Background: an optimization exercise with open tools, aiming at small area, a short achievable clock period and few clock cycles per item. Do not read the settings as production practice.
RTL that was checked went through simulation tests only; none was proved equivalent to the original.
Power and IR drop assume default switching activity.

Design c1_ldpc_enc, start of the top module:
module c1_ldpc_enc (
    input  wire        clk,
    input  wire        rst,         
    input  wire        in_valid,
    output wire        in_ready,
    input  wire [31:0] in_data,
    output wire        out_valid,
    input  wire        out_ready,
    output wire [31:0] out_data
);
Size in the first run: roughly 2,700 cells after synthesis, about 1,100 flip-flops, roughly 70 I/O pins, roughly 0.038 mm^2 of cells after synthesis.
export LEC_CHECK = 0
export CAP_MARGIN = 20
export CORE_MARGIN = 2
export CORE_UTILIZATION = 55
export PLACE_DENSITY = 0.65
export SLEW_MARGIN = 20
create_clock -name core_clock -period 10.0 [get_ports {clk}]
standard.sh (not shown) runs the stock make flow with config.mk's settings and CLKGATE_MAP_FILE= SYNTH_SCRIPT=/design/flow/synth_recipe.tcl, a recipe that flattens the netlist after the stock synthesis.
==> flow/flow/run.sh <==
#!/bin/bash
set -euo pipefail
export BUFFER_PORTS_ARGS="-buffer_cell sky130_fd_sc_hd__buf_4"
bash standard.sh > standard.log 2>&1
The starting point produced a clean layout.
Next try:
--- a/flow/flow/run.sh
+++ b/flow/flow/run.sh
@@ -3,0 +4 @@
+export SETUP_SLACK_MARGIN=7.0
After rerunning: The new run finished clean. Cell area increases slightly. Synthesized cell count is unchanged. Routed wire length increases by a few percent. Hold slack gets worse by 0.023 ns. Global-route usage increases by 0.81 points. Sequential share of layout area decreases by 0.34 points. First-iteration DRC count increases by a few percent. Die area does not change. Count of clock-buffer cells in the layout decreases by 2.
Next try:
==> flow/run.sh (new file) <==
#!/bin/bash
# synth_recipe.tcl (not shown) runs the flow's synth.tcl, then flattens the netlist and writes it again
# the make line also repeats each setting of config.mk as NAME=value (left out here)
make -C /OpenROAD-flow-scripts/flow DESIGN_CONFIG=/design/flow/config.mk WORK_HOME=/design/flow/orfs CLKGATE_MAP_FILE= SYNTH_SCRIPT=/design/flow/synth_recipe.tcl finish
removed: flow/flow/run.sh
removed: flow/standard.sh
After rerunning:
- first-iteration DRC count went down by 14%
- final cell count stays flat
- clock skew went down by 0.0075 ns
- die area does not change
No functional check of the RTL was part of any run of this note.

Setup of north:
Another version of the RTL of c1_ldpc_enc (not shown whole).
Size: about 2,700 cells after synthesis, roughly 70 I/O pins.
clock: 10.0 ns
lec_check: 0
cap_margin: 20
core_margin: 2
core_utilization: 55
cts_cluster_diameter: 60
cts_cluster_size: 25
place_density: 0.65
slew_margin: 20
==> flow/flow/run.sh <==
#!/bin/bash
set -euo pipefail
export BUFFER_PORTS_ARGS="-buffer_cell sky130_fd_sc_hd__buf_4"
export SETUP_SLACK_MARGIN=7.0
bash standard.sh > standard.log 2>&1
Testbench counts of north, summed over its fixed seeds: cycles 26,176, rows 48.
Modified inputs, west compared to north
Settings: clearing CTS_CLUSTER_SIZE, which used to be 25; clearing CTS_CLUSTER_DIAMETER, which used to be 60.
==> comparison <==
- | number of search-and-repair iterations in the first detailed-routing pass | west vs north | 1 lower |
- Diff north..west | sum of overflow across all layers after global routing | unchanged
- Relative to north, the total via count in the routed design measured on west has increased slightly.
- west vs. north: routed wire length per instance went down by 0.29 µm.
- From north to west the numbers moved as follows: count of plain and timing-repair buffers up 1.0%; post-route minimum period up 0.0067 ns; number of diodes down 3.

Another version of the RTL of c1_ldpc_enc (not shown whole).
For scale: about 3700 cells after synthesis, about 1100 flip-flops, roughly 70 I/O pins.
export LEC_CHECK = 0
export CAP_MARGIN = 20
export CORE_MARGIN = 2
export CORE_UTILIZATION = 55
export CTS_CLUSTER_DIAMETER = 60
export CTS_CLUSTER_SIZE = 25
export PLACE_DENSITY = 0.65
export SLEW_MARGIN = 20
create_clock -name core_clock -period 10.0 [get_ports {clk}]
==> flow/flow/run.sh <==
#!/bin/bash
set -euo pipefail
export BUFFER_PORTS_ARGS="-buffer_cell sky130_fd_sc_hd__buf_4"
export SETUP_SLACK_MARGIN=6.8
bash standard.sh > standard.log 2>&1
Testbench counts at the start, summed over its fixed seeds: cycles 25,848, rows 48.
Rerun with:
--- a/flow/config.mk
+++ b/flow/config.mk
@@ -9,6 +9,6 @@
 export CORE_MARGIN = 2
-export CORE_UTILIZATION = 55
+export CORE_UTILIZATION = 70
 export CTS_CLUSTER_DIAMETER = 60
 export CTS_CLUSTER_SIZE = 25
-export PLACE_DENSITY = 0.65
+export PLACE_DENSITY = 0.75
 export SLEW_MARGIN = 20
Cell count shrinks by 4.2%.
Power shrinks by 0.57%.
Setup slack is about the same.
Global-route usage grows by 9.3 points.
Count of clock-buffer cells in the layout shrinks by 3.
Rerun with:
==> flow/flow/run.sh (replaced) <==
#!/bin/bash
set -euo pipefail
export BUFFER_PORTS_ARGS="-buffer_cell sky130_fd_sc_hd__buf_4"
export SETUP_SLACK_MARGIN=7.0
bash standard.sh > standard.log 2>&1
What happened:
- core utilization grows by 2.2 points
- via count climbs by 6.2%
- first-iteration DRC count went up by 17%
- wire length is higher by 9.8%
- total power climbs by 2.5%
- cell area came out higher by 2.8%

## v19
Another version of the RTL of c1_ldpc_enc (not shown whole).
Size in the first run: ~1200 flip-flops, ~70 I/O pins, roughly 0.039 mm^2 of cells after synthesis.
export LEC_CHECK = 0
export CAP_MARGIN = 20
export CORE_MARGIN = 2
export CORE_UTILIZATION = 55
export CTS_CLUSTER_DIAMETER = 60
export CTS_CLUSTER_SIZE = 25
export PLACE_DENSITY = 0.65
export SLEW_MARGIN = 20
create_clock -name core_clock -period 10.0 [get_ports {clk}]
==> flow/flow/run.sh <==
#!/bin/bash
set -euo pipefail
export BUFFER_PORTS_ARGS="-buffer_cell sky130_fd_sc_hd__buf_4"
export SETUP_SLACK_MARGIN=6.8
bash standard.sh > standard.log 2>&1
Testbench counts of v19, summed over its fixed seeds: cycles 25,896, rows 48.
Inputs modified between v19 and v7:
# v19
export LEC_CHECK = 0
export CAP_MARGIN = 20
export CORE_MARGIN = 2
export CORE_UTILIZATION = 55
export CTS_CLUSTER_DIAMETER = 60
export CTS_CLUSTER_SIZE = 25
export PLACE_DENSITY = 0.65
export SLEW_MARGIN = 20
create_clock -name core_clock -period 10.0 [get_ports {clk}]
# v7
export LEC_CHECK = 0
export CAP_MARGIN = 20
export CORE_MARGIN = 2
export CORE_UTILIZATION = 55
export CTS_CLUSTER_DIAMETER = 65
export CTS_CLUSTER_SIZE = 28
export PLACE_DENSITY = 0.65
export SLEW_MARGIN = 20
create_clock -name core_clock -period 10.0 [get_ports {clk}]
Notes after the runs:
- v7: done, clean on timing, DRC and antenna
- On final setup slack of the worst path, v7 does better than v19.
- Synthesized instance count came out exactly the same in v19 and v7.
- v19 and v7 ended up with nearly the same final area.
- Clock period minus final worst setup slack, v19 and v7: smaller value in v7
diff inputs: v7 => v53
# v7
export LEC_CHECK = 0
export CAP_MARGIN = 20
export CORE_MARGIN = 2
export CORE_UTILIZATION = 55
export CTS_CLUSTER_DIAMETER = 65
export CTS_CLUSTER_SIZE = 28
export PLACE_DENSITY = 0.65
export SLEW_MARGIN = 20
create_clock -name core_clock -period 10.0 [get_ports {clk}]
# v53
export LEC_CHECK = 0
export CAP_MARGIN = 20
export CORE_MARGIN = 2
export CORE_UTILIZATION = 55
export CTS_CLUSTER_DIAMETER = 60
export CTS_CLUSTER_SIZE = 25
export PLACE_DENSITY = 0.65
export SLEW_MARGIN = 20
create_clock -name core_clock -period 10.0 [get_ports {clk}]
==> flow/flow/run.sh <==
#!/bin/bash
set -euo pipefail
export BUFFER_PORTS_ARGS="-buffer_cell sky130_fd_sc_hd__buf_4"
export SETUP_SLACK_MARGIN=6.6
bash standard.sh > standard.log 2>&1
[summary]
In summary, v53 completed successfully, with a layout that passed the timing, DRC and antenna checks. Of v53 and v7, the run reporting the higher minimum period implied by the final worst setup slack was v53. Compared v53 vs v7, and total number of H-tree levels is up in v53. The start point of the critical path comes out oreg[14] in one run and oreg[26] in the other, namely in v53 and v7 respectively. Taking v7 as the reference, in v53 largest net degree at the start of global routing grew by 91; combinational cell fraction of total power did not really move; final design area excluding fillers rose 220 um^2; clock-pin transition on the worst setup and hold timing paths lower; power consumption now larger. Comparing v53 and v7, the higher post-placement setup slack is on v7.

before:
Another version of the RTL of c1_ldpc_enc (not shown whole).
Size: about 3100 cells after synthesis, ~1100 flip-flops, roughly 70 I/O pins, ~0.038 sq mm of cells after synthesis.
## c1_ldpc_enc
module c1_ldpc_enc (
    input  wire        clk,
    input  wire        rst,         
    input  wire        in_valid,
    output wire        in_ready,
    input  wire [31:0] in_data,
    output wire        out_valid,
    input  wire        out_ready,
    output wire [31:0] out_data
);
clock: 10.0 ns
lec_check: 0
cap_margin: 20
core_margin: 2
core_utilization: 55
cts_cluster_diameter: 70
cts_cluster_size: 32
place_density: 0.65
slew_margin: 20
==> flow/flow/run.sh <==
#!/bin/bash
set -euo pipefail
export BUFFER_PORTS_ARGS="-buffer_cell sky130_fd_sc_hd__buf_4"
export SETUP_SLACK_MARGIN=6.8
bash standard.sh > standard.log 2>&1
before finished end to end and its layout was clean on timing, DRC and antenna.
Testbench counts of before, summed over its fixed seeds: cycles 26,176, rows 48.
Input changes introduced in after (baseline for comparison: before):
- swapping 32 for 25 in CTS_CLUSTER_SIZE
- swapping 70 for 60 in CTS_CLUSTER_DIAMETER
Notes after the runs:
For the final period demand of the worst path, after came in 0.022 ns higher than before did.
Number of antenna violations at the first check in global routing: after lower than before
Of after and before, after shows the higher non-clock buffer count, with before below it.
after vs before, clock edge transition at the registers on the reported setup and hold paths went down by 0.02 ns.
Taking before as the reference, in after total power now sits higher; logic gate share of total power now sits lower; wire length reported by the detailed router now sits higher.
Post-layout worst setup margin: after worse than before
Relative contribution of the clock network to total power came out higher on after than on before.

Another version of the RTL of c1_ldpc_enc (not shown whole).
For scale: about 3,100 cells after synthesis, roughly 1,200 flip-flops, ~70 I/O pins, ~0.039 sq mm of cells after synthesis.
clock: 10.0 ns
lec_check: 0
cap_margin: 20
core_margin: 2
core_utilization: 55
cts_cluster_diameter: 60
cts_cluster_size: 25
place_density: 0.65
slew_margin: 20
==> flow/flow/run.sh <==
#!/bin/bash
set -euo pipefail
export BUFFER_PORTS_ARGS="-buffer_cell sky130_fd_sc_hd__buf_4"
export SETUP_SLACK_MARGIN=7.0
bash standard.sh > standard.log 2>&1
Testbench counts at the start, summed over its fixed seeds: cycles 25,896, rows 48.
Then changed:
Settings changed: CTS_CLUSTER_DIAMETER 60 to unset, CTS_CLUSTER_SIZE 25 to unset.
After rerunning:
- utilization rises by 2.3 points
- synthesized area stays the same
- global-route usage rises by 0.39 points
- routed wire length rises by 1.2%

[afterwards: timing with drivers on the ports]
The results above use ideal ports. As a check the final layouts listed here were re-extracted and re-timed, cells and wires unchanged.
Step 1 (the two cells are an assumption about what drives the block):
set clk [get_ports {clk}]
set_driving_cell -lib_cell sky130_fd_sc_hd__clkbuf_16 $clk
set_driving_cell -lib_cell sky130_fd_sc_hd__buf_2 [delete_from_list [all_inputs] $clk]
Step 2, shift: input delay + t, output delay - t, t = (earliest + latest rising clock arrival at the registers) / 2. This alone moves slack from input paths to output paths.
a / b / c = no drivers / after step 1 / after step 2; a / b = the first two.
| run | shift t [ns] | setup slack, ns | hold slack, ns | clock arrival spread, ns | worst register clock-pin slew, ns |
|---|---|---|---|---|---|
| the first run of note 1 | 0.734 | 6.189 / 6.189 / 6.189 | 0.311 / 0.311 / 0.311 | 0.059 / 0.059 | 0.07 / 0.07 |
| the second run of note 1 | 0.740 | 6.693 / 6.625 / 6.341 | 0.288 / 0.288 / 0.288 | 0.065 / 0.064 | 0.07 / 0.07 |
| the third run of note 1 | 0.749 | 6.122 / 6.122 / 5.947 | 0.281 / 0.281 / 0.281 | 0.058 / 0.058 | 0.07 / 0.07 |
| north | 0.709 | 6.781 / 6.711 / 6.435 | 0.321 / 0.321 / 0.321 | 0.044 / 0.045 | 0.10 / 0.10 |
| west | 0.735 | 6.774 / 6.707 / 6.466 | 0.295 / 0.295 / 0.295 | 0.063 / 0.062 | 0.08 / 0.08 |
| the first run of note 3 | 0.710 | 6.744 / 6.736 / 6.065 | 0.318 / 0.318 / 0.318 | 0.041 / 0.041 | 0.10 / 0.10 |
| the second run of note 3 | 0.710 | 6.744 / 6.683 / 6.094 | 0.322 / 0.322 / 0.322 | 0.034 / 0.034 | 0.11 / 0.11 |
| the third run of note 3 | 0.714 | 6.727 / 6.662 / 6.220 | 0.321 / 0.321 / 0.321 | 0.038 / 0.038 | 0.11 / 0.11 |
| v19 | 0.737 | 6.695 / 6.623 / 6.510 | 0.315 / 0.315 / 0.315 | 0.026 / 0.026 | 0.10 / 0.10 |
| v7 | 0.727 | 6.706 / 6.634 / 6.518 | 0.318 / 0.318 / 0.318 | 0.042 / 0.042 | 0.11 / 0.11 |
| v53 | 0.704 | 6.661 / 6.595 / 6.210 | 0.300 / 0.300 / 0.300 | 0.041 / 0.041 | 0.10 / 0.10 |
| before | 0.702 | 6.679 / 6.610 / 6.061 | 0.318 / 0.318 / 0.318 | 0.044 / 0.043 | 0.12 / 0.12 |
| after | 0.727 | 6.657 / 6.589 / 6.380 | 0.320 / 0.320 / 0.320 | 0.031 / 0.032 | 0.10 / 0.10 |
| the first run of note 6 | 0.694 | 6.646 / 6.572 / 6.588 | 0.314 / 0.314 / 0.314 | 0.033 / 0.034 | 0.10 / 0.10 |
| the second run of note 6 | 0.743 | 6.563 / 6.491 / 6.605 | 0.306 / 0.306 / 0.306 | 0.028 / 0.028 | 0.07 / 0.07 |
After both steps every run listed still meets setup and hold. The setup slack of the first run of note 3, which loses most, moves by -0.008 ns with the drivers and by -0.679 ns with both steps.
